This design comes from an exercise in tuning for small area, a short achievable clock period and few clock cycles per item on the open sky130 flow, not from production work. The RTL was checked by simulation tests, not by an equivalence proof against the original design. Power and IR drop assume default switching activity.

==> flow/design.v <==
module oz_outer_fill (
    input  wire        clk,
    input  wire        rst,         
    input  wire        in_valid,
    output wire        in_ready,
    input  wire [7:0]  in_data,
    input  wire        in_erase,
    output reg         out_valid,
    output reg         out_fail,
    output wire [2:0]  out_cnt,
    output wire [23:0] out_pos,
    output wire [31:0] out_val
);
    function automatic [7:0] gf_mul(input [7:0] a, input [7:0] b);
        reg [7:0] p;
        reg [7:0] x;
        integer   n;
        begin
            p = 8'h00;
            x = a;
            for (n = 0; n < 8; n = n + 1) begin
                if (b[n])
                    p = p ^ x;
                x = {x[6:0], 1'b0} ^ (x[7] ? 8'h1D : 8'h00);
            end
            gf_mul = p;
        end
    endfunction
    function automatic [7:0] gf_sq(input [7:0] a);
        gf_sq = {a[6],
                 a[3] ^ a[5] ^ a[6],
                 a[5],
                 a[2] ^ a[4] ^ a[5] ^ a[7],
                 a[4] ^ a[6],
                 a[1] ^ a[4] ^ a[5] ^ a[6],
                 a[7],
                 a[0] ^ a[4] ^ a[6] ^ a[7]};
    endfunction
    function automatic [7:0] mul_a1(input [7:0] a);    
        mul_a1 = {a[6:0], 1'b0} ^ (a[7] ? 8'h1D : 8'h00);
    endfunction
    function automatic [7:0] rom_x(input [5:0] p);      
        case (p)
            6'd0: rom_x = 8'ha1;
            6'd1: rom_x = 8'hde;
            6'd2: rom_x = 8'h6f;
            6'd3: rom_x = 8'hb9;
            6'd4: rom_x = 8'hd2;
            6'd5: rom_x = 8'h69;
            6'd6: rom_x = 8'hba;
            6'd7: rom_x = 8'h5d;
            6'd8: rom_x = 8'ha0;
            6'd9: rom_x = 8'h50;
            6'd10: rom_x = 8'h28;
            6'd11: rom_x = 8'h14;
            6'd12: rom_x = 8'h0a;
            6'd13: rom_x = 8'h05;
            6'd14: rom_x = 8'h8c;
            6'd15: rom_x = 8'h46;
            6'd16: rom_x = 8'h23;
            6'd17: rom_x = 8'h9f;
            6'd18: rom_x = 8'hc1;
            6'd19: rom_x = 8'hee;
            6'd20: rom_x = 8'h77;
            6'd21: rom_x = 8'hb5;
            6'd22: rom_x = 8'hd4;
            6'd23: rom_x = 8'h6a;
            6'd24: rom_x = 8'h35;
            6'd25: rom_x = 8'h94;
            6'd26: rom_x = 8'h4a;
            6'd27: rom_x = 8'h25;
            6'd28: rom_x = 8'h9c;
            6'd29: rom_x = 8'h4e;
            6'd30: rom_x = 8'h27;
            6'd31: rom_x = 8'h9d;
            6'd32: rom_x = 8'hc0;
            6'd33: rom_x = 8'h60;
            6'd34: rom_x = 8'h30;
            6'd35: rom_x = 8'h18;
            6'd36: rom_x = 8'h0c;
            6'd37: rom_x = 8'h06;
            6'd38: rom_x = 8'h03;
            6'd39: rom_x = 8'h8f;
            6'd40: rom_x = 8'hc9;
            6'd41: rom_x = 8'hea;
            6'd42: rom_x = 8'h75;
            6'd43: rom_x = 8'hb4;
            6'd44: rom_x = 8'h5a;
            6'd45: rom_x = 8'h2d;
            6'd46: rom_x = 8'h98;
            6'd47: rom_x = 8'h4c;
            6'd48: rom_x = 8'h26;
            6'd49: rom_x = 8'h13;
            6'd50: rom_x = 8'h87;
            6'd51: rom_x = 8'hcd;
            6'd52: rom_x = 8'he8;
            6'd53: rom_x = 8'h74;
            6'd54: rom_x = 8'h3a;
            6'd55: rom_x = 8'h1d;
            6'd56: rom_x = 8'h80;
            6'd57: rom_x = 8'h40;
            6'd58: rom_x = 8'h20;
            6'd59: rom_x = 8'h10;
            6'd60: rom_x = 8'h08;
            6'd61: rom_x = 8'h04;
            6'd62: rom_x = 8'h02;
            6'd63: rom_x = 8'h01;
            default: rom_x = 8'h00;
        endcase
    endfunction
    localparam [1:0] ST_RECV = 2'd0,
                     ST_FWD  = 2'd1,
                     ST_BACK = 2'd2;
    reg  [1:0] state;
    reg  [5:0] idx;           
    reg  [2:0] nerr;          
    reg  [7:0] b  [0:3];
    reg  [5:0] pos[0:3];
    reg  [7:0] t;             
    reg        tk;            
    reg  [1:0] k;             
    reg  [1:0] i;             
    reg  [2:0] step;          
    assign in_ready = (state == ST_RECV);
    assign out_cnt  = nerr;
    assign out_pos  = {pos[3], pos[2], pos[1], pos[0]};
    assign out_val  = {b[3], b[2], b[1], b[0]};
    wire       recv   = (state == ST_RECV);
    wire       fwd    = (state == ST_FWD);
    wire       back   = (state == ST_BACK);
    wire       accept = in_valid && recv;
    wire [7:0] sym    = in_erase ? 8'h00 : in_data;
    wire       first  = (idx == 6'd0);
    wire [2:0] ncur   = first ? 3'd0 : nerr;
    wire [2:0] nnext  = (in_erase && ncur != 3'd5) ? ncur + 3'd1 : ncur;
    wire       s0     = (step == 3'd0);
    wire       s7     = (step == 3'd7);
    wire       jend   = ({1'b0, i} == nerr - 3'd1);      
    wire [1:0] jnext  = jend ? k : i + 2'd1;
    reg  [1:0] rsel;
    always @(*) begin
        if (fwd)       rsel = k;
        else if (s7)   rsel = jnext;
        else           rsel = tk ? i : k;
    end
    wire [7:0] xr = rom_x(pos[rsel]);
    wire [7:0] bop  = b[fwd ? i - 2'd1 : i];
    wire [7:0] mb   = fwd ? bop : gf_sq(bop);
    reg  [7:0] ma;
    always @(*) begin
        if (fwd)      ma = xr;
        else if (s0)  ma = t ^ xr;
        else if (s7)  ma = 8'h01;
        else          ma = t;
    end
    wire [7:0] prod = gf_mul(ma, mb);
    reg  [7:0] bn [0:3];
    reg        bad;
    integer    q;
    always @(*) begin
        for (q = 0; q < 4; q = q + 1) begin
            bn[q] = b[q];
            if (i == q) bn[q] = (fwd ? b[q] : 8'h00) ^ prod;
            if (back && s7 && k == q) bn[q] = b[q] ^ prod;
        end
        bad = 1'b0;
        for (q = 0; q < 4; q = q + 1)
            if (q >= nerr && bn[q] != 8'h00) bad = 1'b1;
    end
    wire [1:0] fm2 = nerr[1:0] - 2'd2;
    wire       fwd_end = (i == k + 2'd1) &&
                         (k == 2'd2 || {1'b0, k} == nerr - 3'd1);
    always @(posedge clk) begin
        if (rst) begin
            state     <= ST_RECV;
            idx       <= 6'd0;
            out_valid <= 1'b0;
        end else begin
            out_valid <= 1'b0;
            case (state)
                ST_RECV: begin
                    if (accept) begin
                        b[0] <= (first ? 8'h00 : b[0]) ^ sym;
                        b[1] <= (first ? 8'h00 : mul_a1(b[1])) ^ sym;
                        b[2] <= (first ? 8'h00 : mul_a1(mul_a1(b[2]))) ^ sym;
                        b[3] <= (first ? 8'h00 : mul_a1(mul_a1(mul_a1(b[3])))) ^ sym;
                        if (in_erase && ncur < 3'd4)
                            pos[ncur[1:0]] <= idx;
                        nerr <= nnext;
                        idx  <= idx + 6'd1;
                        if (idx == 6'd63) begin
                            if (nnext == 3'd0 || nnext == 3'd5) begin
                                out_valid <= 1'b1;
                                out_fail  <= (nnext != 3'd0);
                            end else begin
                                state <= ST_FWD;
                                k     <= 2'd0;
                                i     <= 2'd3;
                            end
                        end
                    end
                end
                ST_FWD: begin
                    for (q = 0; q < 4; q = q + 1) b[q] <= bn[q];
                    t <= xr;
                    if (fwd_end) begin
                        if (bad || nerr == 3'd1) begin
                            out_valid <= 1'b1;
                            out_fail  <= bad;
                            state     <= ST_RECV;
                        end else begin
                            state <= ST_BACK;
                            k     <= fm2;
                            i     <= fm2 + 2'd1;
                            step  <= 3'd0;
                            tk    <= (nerr == 3'd4);
                        end
                    end else if (i == k + 2'd1) begin
                        k <= k + 2'd1;
                        i <= 2'd3;
                    end else begin
                        i <= i - 2'd1;
                    end
                end
                ST_BACK: begin
                    for (q = 0; q < 4; q = q + 1) b[q] <= bn[q];
                    step <= step + 3'd1;
                    if (s0) t <= t ^ xr;
                    if (s7) begin
                        t  <= xr;
                        tk <= 1'b0;
                        if (jend) begin
                            if (k == 2'd0) begin
                                out_valid <= 1'b1;
                                out_fail  <= 1'b0;
                                state     <= ST_RECV;
                            end else begin
                                k <= k - 2'd1;
                                i <= k;
                            end
                        end else begin
                            i <= i + 2'd1;
                        end
                    end
                end
                default: state <= ST_RECV;
            endcase
        end
    end
endmodule
==> flow/run.sh <==
#!/bin/bash
# synth_recipe.tcl (not shown) runs the flow's synth.tcl, then flattens the netlist and writes it again
# the make line also repeats each setting of config.mk as NAME=value (left out here)
make -C /OpenROAD-flow-scripts/flow DESIGN_CONFIG=/design/flow/config.mk WORK_HOME=/design/flow/orfs CLKGATE_MAP_FILE= SYNTH_SCRIPT=/design/flow/synth_recipe.tcl finish
==> flow/config.mk <==
export PLATFORM = sky130hd
export DESIGN_NAME = oz_outer_fill
export DESIGN_NICKNAME = oz_outer_fill
export VERILOG_FILES = /design/flow/design.v
export SDC_FILE = /design/flow/constraint.sdc
export NUM_CORES = 4
export LEC_CHECK = 0
export CAP_MARGIN = 20
export CORE_MARGIN = 2
export CORE_UTILIZATION = 40
export SLEW_MARGIN = 20
==> flow/constraint.sdc <==
create_clock -name core_clock -period 15.0 [get_ports {clk}]
set_input_delay 3.0000 -clock core_clock [delete_from_list [all_inputs] [get_ports {clk}]]
set_output_delay 3.0000 -clock core_clock [all_outputs]
set_load 0.01 [all_outputs]
==> qor.txt <==
Pleak: 3.75 nW
share of the yosys chip area belonging to registers: 26.0%
hpwl dp: 20,700 µm
first-pass GRT wire length: 45,000 µm
Antenna Nets Post-Route: 0
core box area: 23,300 µm²
overall routed net length: 28,100 µm
Slew Limit Fails: 0
post-CTS sizing: 0
Data required, critical path: 15.02 ns
clock latency on the worst-skew pair: 0.36 ns
CTS tree: done
VDD IR max: 67.7 µV
CP endpoint kind: flip-flop
Syn. warnings: 3
pre-CTS setup slack: 5.53 ns
IO buf count: 73
syn_area_per_cell: 8.57 µm²
EDFF count, synth: 76
Die H: 158 µm
worst slew pin tran: 1.01 ns
Int Pwr: 522 µW
# hold bufs at CTS: 0
largest net degree at the start of global routing: 56
Mapped Nets: 1,148
post-route setup TNS: 0 ns
Starting Density: 40.5%
vias in the first global route: 8,041
Hold WC Path Type: flip-flop to flip-flop
#FFs+latches synth: 85
Final Skew: 0.0180 ns
length of the first detailed-routing pass in iterations: 7
clk sinks: 85
# DRC: 0
Worst-path clk slew: 0.08 ns
layout cells sized above 1: 8.48%
H-tree depth: 3
post-CTS setup buffer count: 0
GRT Overall Usage: 22.8%
clock power share: 28.2%
vias: 8,633
maxcap violations: 0
largest fanout on the critical path: 14
synth unique cells: 102
P_sw: 310 µW
fin crit period: 9.72 ns
row count: 56
fmax: 0.103 GHz
Sequential Power Share: 34.3%
DR iter-0 viols: 841
FFs w/ async S/R, synth: 0%
Final Cycle Share: 64.8%
Final WS setup: 5.28 ns
remaining global-route overflow: 0
Fill cells: 2,303
cts bufs inserted: 9
unrepaired setup endpoints after global routing: false
GPL Wtd Cong: 0.900
critical path launch point type: flip-flop
status: complete, no violations
Final nets: 1,172
vias per std cell: 5.95
sw frac: 37.3%
DR WL/cell: 19.4 µm
I/O Pins: 74
final hold slack: 0.534 ns
critical setup path kind: flip-flop to flip-flop
cell count after synthesis: 1,103
synthesis-to-finish area growth: 12.4%
die width: 158 µm
ant diodes: 0
CTS root buffer: clkbuf_16
CTS max path bufs: 2
Worst EP arrival: 9.74 ns
ys flop type: edfxtp_1
die area: 24,900 µm²
Slew HR: 30.6%
endpoints failing hold: 0
Comb pwr share: 37.5%
synthesized area: 9450 µm²
Power Dens Cells: 78.3 nW/µm²
initial antenna violation count: 0
# setup viols final: 0
## path summary, 6_finish.rpt
path	slack [ns]	start	to	cells after the start
max	5.28	nerr[0]	k[1]	27
min	0.53	state[1]	state[1]	2
max reg2reg	5.28	nerr[0]	k[1]	27
min reg2reg	0.53	state[1]	state[1]	2
## power by group through the flow
stage | logic (mW) | registers [mW] | clock network, mW
after CTS | 0.309 | 0.285 | 0.237
after global placement | 0.305 | 0.291 | 0
after global routing | 0.341 | 0.287 | 0.245
after floorplan | 0.233 | 0.286 | 0
final | 0.312 | 0.286 | 0.234
after detailed placement | 0.308 | 0.291 | 0
## cells in the final DEF (no fill, tap or decap), types with 6 or more instances in the layout
master / n
xnor2_1: 79
mux2_2: 8
ha_1: 31
and2_1: 19
dfxtp_1: 9
nand3_1: 33
nor4_1: 7
nand2b_1: 12
mux4_2: 8
buf_4: 13
nand2_1: 131
xor2_1: 55
a31oi_1: 9
o21ai_0: 46
o21bai_1: 6
clkbuf_16: 9
o31ai_1: 14
a21oi_1: 64
nor3_1: 25
a211oi_1: 9
nor2b_1: 13
a311oi_1: 8
nand4_1: 16
mux2i_1: 25
inv_1: 38
edfxtp_1: 76
o221ai_1: 8
clkdlybuf4s50_1: 73
a311o_1: 6
a22o_1: 6
o22ai_1: 10
or3_1: 6
nor2_1: 104
o211ai_1: 12
## state kept, by name, indices dropped and copies added (netlist names)
signal	cells
b	32
i	2
idx	6
k	2
nerr	3
out_fail	1
out_valid	1
pos	24
state	2
step	3
t	8
tk	1
## logic make-up after synthesis
kind of cell / after synthesis / share of synthesized area [%]
AND/OR/NAND/NOR: 403 / 20.5
AO/OA/AOI/OAI: 280 / 22.3
XOR/XNOR: 148 / 15.5
buffers and inverters: 112 / 5.64
flip-flops: 85 / 26.0
multiplexers: 42 / 5.67
adder cells (fa/ha/maj): 33 / 4.37
## stage by stage
step / utilization (%) / instance area [µm²] / cells / total power, mW
finish: 45.5 / 10600 / 1451 / 0.832
global route: 45.5 / 10600 / 1451 / 0.874
floorplan: - / 9450 / 1103 / 0.519
CTS: 45.5 / 10600 / 1451 / 0.831
global placement: 44.2 / 10300 / 1435 / 0.595
detailed placement: 44.2 / 10300 / 1435 / 0.598
## worst max-delay path, cell delays in order, from the launching register on
cell      delay, ns
edfxtp_1       0.70
inv_1          0.19
ha_1           0.28
xnor2_1        0.41
and4_1         0.45
nor3_4         0.12
o221ai_1       0.30
nand2_1        0.34
inv_1          0.52
ha_1           0.34
inv_1          0.13
or3_1          0.38
a211oi_1       0.30
a311oi_2       0.08
a22o_1         0.26
a211oi_4       0.55
xnor2_2        0.27
xor2_1         0.35
nor2_1         0.11
xnor2_1        0.17
xnor2_1        0.77
mux2i_1        0.32
o21ai_0        0.11
or4b_1         0.56
o32a_1         0.22
o41ai_2        0.63
o21bai_1       0.12
a221oi_1       0.41
## cells in the mapped netlist (5+ instances only)
cell	number	area share, %
clkbuf_1	35	1.4
o2111ai_1	5	0.46
xnor2_2	5	0.86
a211oi_1	9	0.71
o22ai_1	10	0.66
nor2_1	104	4.1
buf_6	5	0.60
mux4_2	8	1.9
a311o_1	6	0.64
or3_1	6	0.40
a221oi_1	5	0.46
buf_1	7	0.28
a31oi_1	9	0.60
o31ai_1	14	1.1
o21bai_1	6	0.48
dfxtp_1	9	1.9
o21ai_0	46	2.4
nor4_1	7	0.46
nand3b_1	5	0.40
nor3_1	25	1.3
buf_4	5	0.40
a311oi_1	8	0.74
inv_1	38	1.5
and2_1	19	1.3
buf_2	19	1.0
mux2i_1	25	2.6
o221ai_1	8	0.74
nand2_1	131	5.2
nand2b_1	12	0.79
o211ai_1	12	0.95
ha_1	33	4.4
mux2_2	8	0.95
nand4_1	16	1.1
a21oi_1	64	3.4
xor2_1	55	5.1
xnor2_1	79	7.3
xnor3_1	5	1.2
a22o_1	6	0.56
edfxtp_1	76	24
nor2b_1	13	0.86
nand3_1	33	1.7
## final cells by class
cell class	count	area [µm²]	area share [%]
flip-flops and latches	85	2460	23.2
inverters	39	146	1.38
multi-input cells	906	6470	60.9
clock inverters	7	91.3	0.860
repair buffers	86	828	7.79
well taps	319	399	3.76
clock buffers	9	225	2.12
## per-layer routing
layer	part of all wire, %	vias to the layer above	wire [µm]	global-route usage [%]
met1	46	4185	12900	32.9
met5	0	-	0	0
li1	-	4085	-	-
met3	5.5	44	1550	3.04
met4	2.2	0	615	6.75
met2	46	319	13000	35.5
Testbench counts, summed over its fixed seeds: cycles 182,573, items 2,400.

re-timing with driven ports:
No port has a modelled driver above. Below, the same layout with a new extraction and two added sets of constraints. Step 1, drivers: a clkbuf_16 drives clk and a buf_2 each remaining input, both assumed. Step 2 also shifts input and output timing later by t, the mid clock arrival at the registers, as if the neighbouring blocks saw the same clock. a / b / c = ideal / step 1 / step 2; a / b = the first two.
t, ns: 0.392
slack for setup (ns): 5.282 / 5.282 / 5.282
latest minus earliest clock arrival (ns): 0.018 / 0.018
worst data-port slew with drivers (ns): 0.03
After both steps this run still meets setup and hold. The setup slack of this run moves by 0.000 ns with the drivers and by 0.000 ns with both steps.
